This design comes from an exercise in tuning for small area, a short achievable clock period and few clock cycles per item on the open sky130 flow, not from production work.
In this exercise RTL edits were held to simulation tests only and were not proved equivalent to the original.
The clock port is modelled as an ideal driver; clocking choices that lean on that would not hold on a real chip.
Power is estimated from default activity; no workload was simulated.

## alpha
// sage_enc
module sage_enc (
    input  wire        clk,
    input  wire        rst,
    input  wire        in_valid,
    output wire        in_ready,
    input  wire [11:0] in_sample,
    input  wire [3:0]  in_mode,
    input  wire [3:0]  in_range,
    input  wire [7:0]  in_flags,
    input  wire [5:0]  in_chg_index,
    output wire        out_valid,
    input  wire        out_ready,
    output wire [31:0] out_data,
    output wire        out_last
);
clock: 15.0 ns
lec_check: 0
cap_margin: 20
core_margin: 2
core_utilization: 25
cts_buf_list: sky130_fd_sc_hd__clkbuf_16
cts_cluster_diameter: 80
cts_cluster_size: 20
gpl_routability_driven: 1
place_density: 0.4
slew_margin: 20
standard.sh (not shown) runs the stock make flow with config.mk's settings and CLKGATE_MAP_FILE= SYNTH_SCRIPT=/design/flow/synth_recipe.tcl, a recipe that flattens the netlist after the stock synthesis.
==> flow/flow/run.sh <==
#!/bin/bash
# The standard layout (the standard.sh: unchanged synthesis and steps)
# with three hooks:
#  - after global placement, flow/ports.tcl sizes the buffers that
#    buffer_ports put on the input and output ports to buf_4;
#  - after clock tree synthesis, flow/rt.tcl runs a setup repair with a
#    margin, then legalises the placement again;
#  - after global routing, flow/grt.tcl repeats that repair with global-route
#    parasitics and re-routes the changed nets incrementally.
# make's full output goes to standard_flow.log; each ORFS step keeps its own
# log under orfs/logs/.
set -euo pipefail
export POST_GLOBAL_PLACE_TCL="$PWD/flow/ports.tcl"
export POST_CTS_TCL="$PWD/flow/rt.tcl"
export POST_GLOBAL_ROUTE_TCL="$PWD/flow/grt.tcl"
bash standard.sh > standard_flow.log 2>&1
==> flow/flow/grt.tcl <==
# After global routing: repair setup timing again, now with global-route
# parasitics and the same margin, then legalise and re-route the changed
# nets incrementally, as ORFS's own global-route repair does.
estimate_parasitics -global_routing
repair_timing -setup -setup_margin 11.0 -verbose
global_route -start_incremental
detailed_placement
global_route -end_incremental
check_placement -verbose
estimate_parasitics -global_routing
write_guides $::env(RESULTS_DIR)/route.guide
==> flow/flow/ports.tcl <==
# Size the buffers that buffer_ports put on the input and output ports
# (everything but the clock) to a plain buf_4.
set block [ord::get_db_block]
set nswap 0
foreach bterm [$block getBTerms] {
  set net [$bterm getNet]
  if {$net == "NULL"} { continue }
  if {[$net getSigType] == "CLOCK" || [$bterm getName] == "clk"} { continue }
  foreach iterm [$net getITerms] {
    set inst [$iterm getInst]
    set mname [[$inst getMaster] getName]
    if {[string match "sky130_fd_sc_hd__*buf*" $mname] && $mname != "sky130_fd_sc_hd__buf_4"} {
      replace_cell [get_cells [$inst getName]] sky130_fd_sc_hd__buf_4
      incr nswap
    }
  }
}
puts "ports.tcl: resized $nswap port buffers"
==> flow/flow/rt.tcl <==
# After clock tree synthesis: repair setup timing with a setup margin, so
# that paths longer than the clock period less the margin get resized or
# buffered (the constraints themselves are unchanged), then legalise again.
estimate_parasitics -placement
repair_timing -setup -setup_margin 11.0 -verbose
detailed_placement
check_placement -verbose
Testbench counts of alpha, summed over its fixed seeds: cycles 66,400, blocks 1,024.
The inputs of beta differ from those of alpha as listed below.
-- flow/flow/run.sh --
<<< alpha, line 3
# with three hooks:
>>> beta, line 3
# with two hooks:
<<< alpha, line 7
#    margin, then legalises the placement again;
#  - after global routing, flow/grt.tcl repeats that repair with global-route
#    parasitics and re-routes the changed nets incrementally.
>>> beta, line 7
#    margin, then legalises the placement again.
<<< alpha, line 15
export POST_GLOBAL_ROUTE_TCL="$PWD/flow/grt.tcl"
>>> beta, line 13
-- flow/config.mk --
<<< alpha, line 10
export CORE_UTILIZATION = 25
>>> beta, line 10
export CORE_UTILIZATION = 50
<<< alpha, line 15
export PLACE_DENSITY = 0.4
>>> beta, line 15
export PLACE_DENSITY = 0.65
removed: flow/flow/grt.tcl
Findings:
In the metrics for beta and alpha, the one carrying the higher share of total power in the clock network is alpha.
Re growth of design area from synthesis to finish: beta is 6.1 points down on alpha.
Compared with alpha, beta shows a higher detailed router's first-iteration violation count.
Cell count down 20% in beta wrt alpha
Between alpha and beta, sequential fraction of total cell area increased.
Re combined area of the multi-input logic cells: beta is 450 sq um down on alpha.
sky130_fd_sc_hd__dfxtp_4 as the cell at the slowest stage of the critical path was reported by alpha, and sky130_fd_sc_hd__nor3_1 by beta.
### beta -> gamma
-- flow/flow/run.sh --
<<< beta, line 3
# with two hooks:
>>> gamma, line 3
# with three hooks:
<<< beta, line 7
#    margin, then legalises the placement again.
>>> gamma, line 7
#    margin, then legalises the placement again;
#  - after global routing, flow/grt.tcl repeats that repair with global-route
#    parasitics and re-routes the changed nets incrementally.
<<< beta, line 13
>>> gamma, line 15
export POST_GLOBAL_ROUTE_TCL="$PWD/flow/grt.tcl"
==> flow/flow/grt.tcl (new file) <==
# After global routing: repair setup timing again, now with global-route
# parasitics and the same margin, then legalise and re-route the changed
# nets incrementally, as ORFS's own global-route repair does.
estimate_parasitics -global_routing
repair_timing -setup -setup_margin 11.0 -verbose
global_route -start_incremental
detailed_placement
global_route -end_incremental
check_placement -verbose
estimate_parasitics -global_routing
write_guides $::env(RESULTS_DIR)/route.guide
--- outcome ---
The ratio of total power to cell area of beta and that of gamma are within noise of each other. gamma and beta ended up with roughly the same power dissipated in the clock network. Maximum fanout along the worst path: gamma vs beta, no meaningful difference. Taking beta as the reference, in gamma sequential share of power held steady, fraction of area in registers has decreased.

---

sage_enc, a different RTL version from the one above (not shown whole).
Size in the first run: about 1300 flip-flops, about 73 I/O pins, ~63000 µm² of cells after synthesis.
Settings: LEC_CHECK=0, CAP_MARGIN=20, CORE_MARGIN=2, CORE_UTILIZATION=25, CTS_BUF_LIST=sky130_fd_sc_hd__clkbuf_16, CTS_CLUSTER_DIAMETER=100, CTS_CLUSTER_SIZE=25, GPL_ROUTABILITY_DRIVEN=1, PLACE_DENSITY=0.4, SLEW_MARGIN=20; clock period 15.0 ns.
==> flow/flow/run.sh <==
#!/bin/bash
# The standard layout (the standard.sh, unchanged synthesis and steps),
# with one hook: right after global placement, flow/ports.tcl sizes the
# buffers that buffer_ports put on the input and output ports to buf_4.
# make's full output goes to standard_flow.log; each ORFS step keeps its own
# log under orfs/logs/.
set -euo pipefail
export POST_GLOBAL_PLACE_TCL="$PWD/flow/ports.tcl"
bash standard.sh > standard_flow.log 2>&1
Scripts as last shown in full above: flow/flow/ports.tcl
Testbench counts at the start, summed over its fixed seeds: cycles 66,276, blocks 1,024.
Rerun with:
--- a/flow/config.mk
+++ b/flow/config.mk
@@ -10,5 +10,2 @@
 export CORE_UTILIZATION = 25
-export CTS_BUF_LIST = sky130_fd_sc_hd__clkbuf_16
-export CTS_CLUSTER_DIAMETER = 100
-export CTS_CLUSTER_SIZE = 25
 export GPL_ROUTABILITY_DRIVEN = 1
Worst hold slack degrades by 0.012 ns; synthesized area is unchanged; via count rose by 1.2%; total power rose by 15%.
Rerun with:
==> flow/run.sh (new file) <==
#!/bin/bash
# synth_recipe.tcl (not shown) runs the flow's synth.tcl, then flattens the netlist and writes it again
# the make line also repeats each setting of config.mk as NAME=value (left out here)
make -C /OpenROAD-flow-scripts/flow DESIGN_CONFIG=/design/flow/config.mk WORK_HOME=/design/flow/orfs CLKGATE_MAP_FILE= SYNTH_SCRIPT=/design/flow/synth_recipe.tcl finish
removed: flow/flow/run.sh
removed: flow/flow/ports.tcl
removed: flow/standard.sh
- The changed run passed the timing, design-rule and antenna checks
- maximum frequency shrinks by a few percent
- design area hardly moves
- wire length barely changes
Rerun with:
==> flow/flow/run.sh (new file) <==
#!/bin/bash
# The standard layout (the standard.sh, unchanged synthesis and steps),
# with one hook: right after global placement, flow/ports.tcl sizes the
# buffers that buffer_ports put on the input and output ports to buf_4.
# make's full output goes to standard_flow.log; each ORFS step keeps its own
# log under orfs/logs/.
set -euo pipefail
export POST_GLOBAL_PLACE_TCL="$PWD/flow/ports.tcl"
bash standard.sh > standard_flow.log 2>&1
==> flow/flow/ports.tcl (new file) <==
# Size the buffers that buffer_ports put on the input and output ports
# (everything but the clock) to a plain buf_4.
set block [ord::get_db_block]
set nswap 0
foreach bterm [$block getBTerms] {
  set net [$bterm getNet]
  if {$net == "NULL"} { continue }
  if {[$net getSigType] == "CLOCK" || [$bterm getName] == "clk"} { continue }
  foreach iterm [$net getITerms] {
    set inst [$iterm getInst]
    set mname [[$inst getMaster] getName]
    if {[string match "sky130_fd_sc_hd__*buf*" $mname] && $mname != "sky130_fd_sc_hd__buf_4"} {
      replace_cell [get_cells [$inst getName]] sky130_fd_sc_hd__buf_4
      incr nswap
    }
  }
}
puts "ports.tcl: resized $nswap port buffers"
==> flow/standard.sh (new file) <==
#!/bin/bash
# synth_recipe.tcl (not shown) runs the flow's synth.tcl, then flattens the netlist and writes it again
# the make line also repeats each setting of config.mk as NAME=value (left out here)
make -C /OpenROAD-flow-scripts/flow DESIGN_CONFIG=/design/flow/config.mk WORK_HOME=/design/flow/orfs CLKGATE_MAP_FILE= SYNTH_SCRIPT=/design/flow/synth_recipe.tcl "${@:-finish}"
--- a/flow/config.mk
+++ b/flow/config.mk
@@ -10,2 +10,5 @@
 export CORE_UTILIZATION = 25
+export CTS_BUF_LIST = sky130_fd_sc_hd__clkbuf_16
+export CTS_CLUSTER_DIAMETER = 80
+export CTS_CLUSTER_SIZE = 20
 export GPL_ROUTABILITY_DRIVEN = 1
removed: flow/run.sh
After rerunning: The new run passed the timing, design-rule and antenna checks; count of clock-buffer cells in the layout fell by 87; utilization fell by 0.78 points; non-clock buffer count rose by 1; wire length fell by 0.71%; worst hold slack gains 0.0045 ns; cell count fell by 1.2%; combinational power is about the same; die area stays the same; first-iteration DRC count fell by 1.9%; power fell by 8.9%; design area fell by 2.7%.

---

== sierra ==
Another version of the RTL of sage_enc (not shown whole).
For scale: ~5000 cells after synthesis, roughly 1200 flip-flops, about 73 I/O pins.
==> flow/config.mk <==
export PLATFORM = sky130hd
export DESIGN_NAME = sage_enc
export DESIGN_NICKNAME = sage_enc
export VERILOG_FILES = /design/flow/design.v
export SDC_FILE = /design/flow/constraint.sdc
export NUM_CORES = 4
export LEC_CHECK = 0
export CAP_MARGIN = 20
export CORE_MARGIN = 2
export CORE_UTILIZATION = 50
export CTS_BUF_LIST = sky130_fd_sc_hd__clkbuf_16
export CTS_CLUSTER_DIAMETER = 80
export CTS_CLUSTER_SIZE = 20
export GPL_ROUTABILITY_DRIVEN = 1
export PLACE_DENSITY = 0.65
export SLEW_MARGIN = 20
==> flow/constraint.sdc <==
create_clock -name core_clock -period 15.0 [get_ports {clk}]
set_input_delay 3.0000 -clock core_clock [delete_from_list [all_inputs] [get_ports {clk}]]
set_output_delay 3.0000 -clock core_clock [all_outputs]
set_load 0.01 [all_outputs]
==> flow/flow/run.sh <==
#!/bin/bash
# The standard layout (the standard.sh: unchanged synthesis and steps)
# with three hooks:
#  - after global placement, flow/ports.tcl sizes the buffers that
#    buffer_ports put on the input and output ports to buf_4;
#  - after clock tree synthesis, flow/rt.tcl runs a setup repair with a
#    margin, then legalises the placement again;
#  - after global routing, flow/grt.tcl repeats that repair with global-route
#    parasitics and re-routes the changed nets incrementally.
# make's full output goes to standard_flow.log; each ORFS step keeps its own
# log under orfs/logs/.
set -euo pipefail
export POST_GLOBAL_PLACE_TCL="$PWD/flow/ports.tcl"
export POST_CTS_TCL="$PWD/flow/rt.tcl"
export POST_GLOBAL_ROUTE_TCL="$PWD/flow/grt.tcl"
bash standard.sh > standard_flow.log 2>&1
==> flow/flow/grt.tcl <==
# After global routing: repair setup timing again, now with global-route
# parasitics and the same margin, then legalise and re-route the changed
# nets incrementally, as ORFS's own global-route repair does.
estimate_parasitics -global_routing
repair_timing -setup -setup_margin 11.3 -verbose
global_route -start_incremental
detailed_placement
global_route -end_incremental
check_placement -verbose
estimate_parasitics -global_routing
write_guides $::env(RESULTS_DIR)/route.guide
==> flow/flow/ports.tcl <==
# Size the buffers that buffer_ports put on the input and output ports
# (everything but the clock) to a plain buf_4.
set block [ord::get_db_block]
set nswap 0
foreach bterm [$block getBTerms] {
  set net [$bterm getNet]
  if {$net == "NULL"} { continue }
  if {[$net getSigType] == "CLOCK" || [$bterm getName] == "clk"} { continue }
  foreach iterm [$net getITerms] {
    set inst [$iterm getInst]
    set mname [[$inst getMaster] getName]
    if {[string match "sky130_fd_sc_hd__*buf*" $mname] && $mname != "sky130_fd_sc_hd__buf_4"} {
      replace_cell [get_cells [$inst getName]] sky130_fd_sc_hd__buf_4
      incr nswap
    }
  }
}
puts "ports.tcl: resized $nswap port buffers"
==> flow/flow/rt.tcl <==
# After clock tree synthesis: repair setup timing with a setup margin, so
# that paths longer than the clock period less the margin get resized or
# buffered (the constraints themselves are unchanged), then legalise again.
estimate_parasitics -placement
repair_timing -setup -setup_margin 11.3 -verbose
detailed_placement
check_placement -verbose
Having completed the whole flow, sierra delivered a layout that passed the timing, design-rule and antenna checks.
Testbench counts of sierra, summed over its fixed seeds: cycles 66,400, blocks 1,024.
diff inputs: sierra => nickel
- CORE_UTILIZATION changed from 50 to 38
- PLACE_DENSITY changed from 0.65 to 0.55
-- flow/flow/grt.tcl --
<<< sierra, line 4
estimate_parasitics -global_routing
repair_timing -setup -setup_margin 11.3 -verbose
global_route -start_incremental
>>> nickel, line 4
estimate_parasitics -global_routing
repair_timing -setup -setup_margin 11.0 -verbose
global_route -start_incremental
-- flow/flow/rt.tcl --
<<< sierra, line 4
estimate_parasitics -placement
repair_timing -setup -setup_margin 11.3 -verbose
detailed_placement
>>> nickel, line 4
estimate_parasitics -placement
repair_timing -setup -setup_margin 11.0 -verbose
detailed_placement
==> summary.txt <==
nickel finished every step from synthesis to the final layout, and the layout passed the timing, design-rule and antenna checks.
Layout clock buffer count, nickel vs sierra: up by a few percent
Max routing usage on met2 across nickel and sierra: sierra
Summary of the comparison: fraction of final layout cells sized beyond drive strength 1 is lower in nickel, relative to sierra.
Setup WNS sierra -> nickel: worse
Global-route wire length before repair was lower in the run labelled sierra.
On clock-pin slew on the worst setup and hold paths, nickel and sierra are basically level.
Looking at switching power total, nickel sits about 0.9% higher than sierra does.
Against sierra, nickel comes in 7.7 points lower on met1 usage.
--- input diff nickel..umber ---
- swapping 38 for 50 in CORE_UTILIZATION
- swapping 0.55 for 0.65 in PLACE_DENSITY
umber finished all stages; the layout is clean.
Number of filler cells placed in the layout down 4741 in umber wrt nickel
Going from nickel to umber, number of tapcells went down, final area moved down, wire length of the first global-routing pass lower, die area went down.
Global-route usage over all layers, umber and nickel: lower on nickel
On peak per-stage delay on the critical path, umber and nickel are basically level.
Relative area change from synthesis to final layout (higher): nickel
Sort umber and nickel by sequential share of layout area, ascending, and nickel comes first.

[static timing again, ports no longer ideal]
How much do the figures lean on ideal ports? The routed layouts below were timed once more, with nothing changed but the port constraints. Step 1 sets driving cells, clkbuf_16 on the clock port and buf_2 on the other inputs (assumed; they add their load-dependent delay and slew). Step 2 times the ports against the registers' clock, not the clock port: input delays grow and output delays shrink by t, the midpoint of the rising clock arrivals with the driver on. Slacks: ideal ports / drivers / drivers and shift; pairs: ideal ports / drivers.
run | t (ns) | setup slack, ns | hold slack, ns | latest minus earliest clock arrival (ns) | worst slew at a driven data input, ns
alpha | 0.842 | 10.677 / 10.590 / 10.408 | 0.421 / 0.421 / 0.421 | 0.079 / 0.079 | 0.22
beta | 0.772 | 10.536 / 10.536 / 10.364 | 0.409 / 0.409 / 0.409 | 0.089 / 0.089 | 0.21
gamma | 0.772 | 10.758 / 10.697 / 10.500 | 0.410 / 0.410 / 0.410 | 0.085 / 0.086 | 0.20
the first run of note 2 | 0.818 | 10.478 / 10.478 / 10.014 | 0.429 / 0.429 / 0.429 | 0.058 / 0.058 | 0.30
the second run of note 2 | 0.884 | 10.476 / 10.476 / 10.010 | 0.417 / 0.417 / 0.417 | 0.080 / 0.080 | 0.29
the third run of note 2 | 0.885 | 10.236 / 10.156 / 9.935 | 0.418 / 0.418 / 0.418 | 0.080 / 0.079 | 0.26
the fourth run of note 2 | 0.839 | 10.504 / 10.504 / 9.946 | 0.422 / 0.422 / 0.422 | 0.080 / 0.081 | 0.26
sierra | 0.779 | 10.768 / 10.687 / 10.663 | 0.418 / 0.418 / 0.418 | 0.059 / 0.058 | 0.13
nickel | 0.806 | 10.760 / 10.680 / 10.422 | 0.405 / 0.405 / 0.405 | 0.053 / 0.052 | 0.18
umber | 0.778 | 10.775 / 10.694 / 10.400 | 0.415 / 0.415 / 0.415 | 0.054 / 0.053 | 0.15
After both steps setup and hold are still met in every run listed. The setup slack of the fourth run of note 2, which loses most, moves by 0.000 ns with the drivers and by -0.558 ns with both steps.
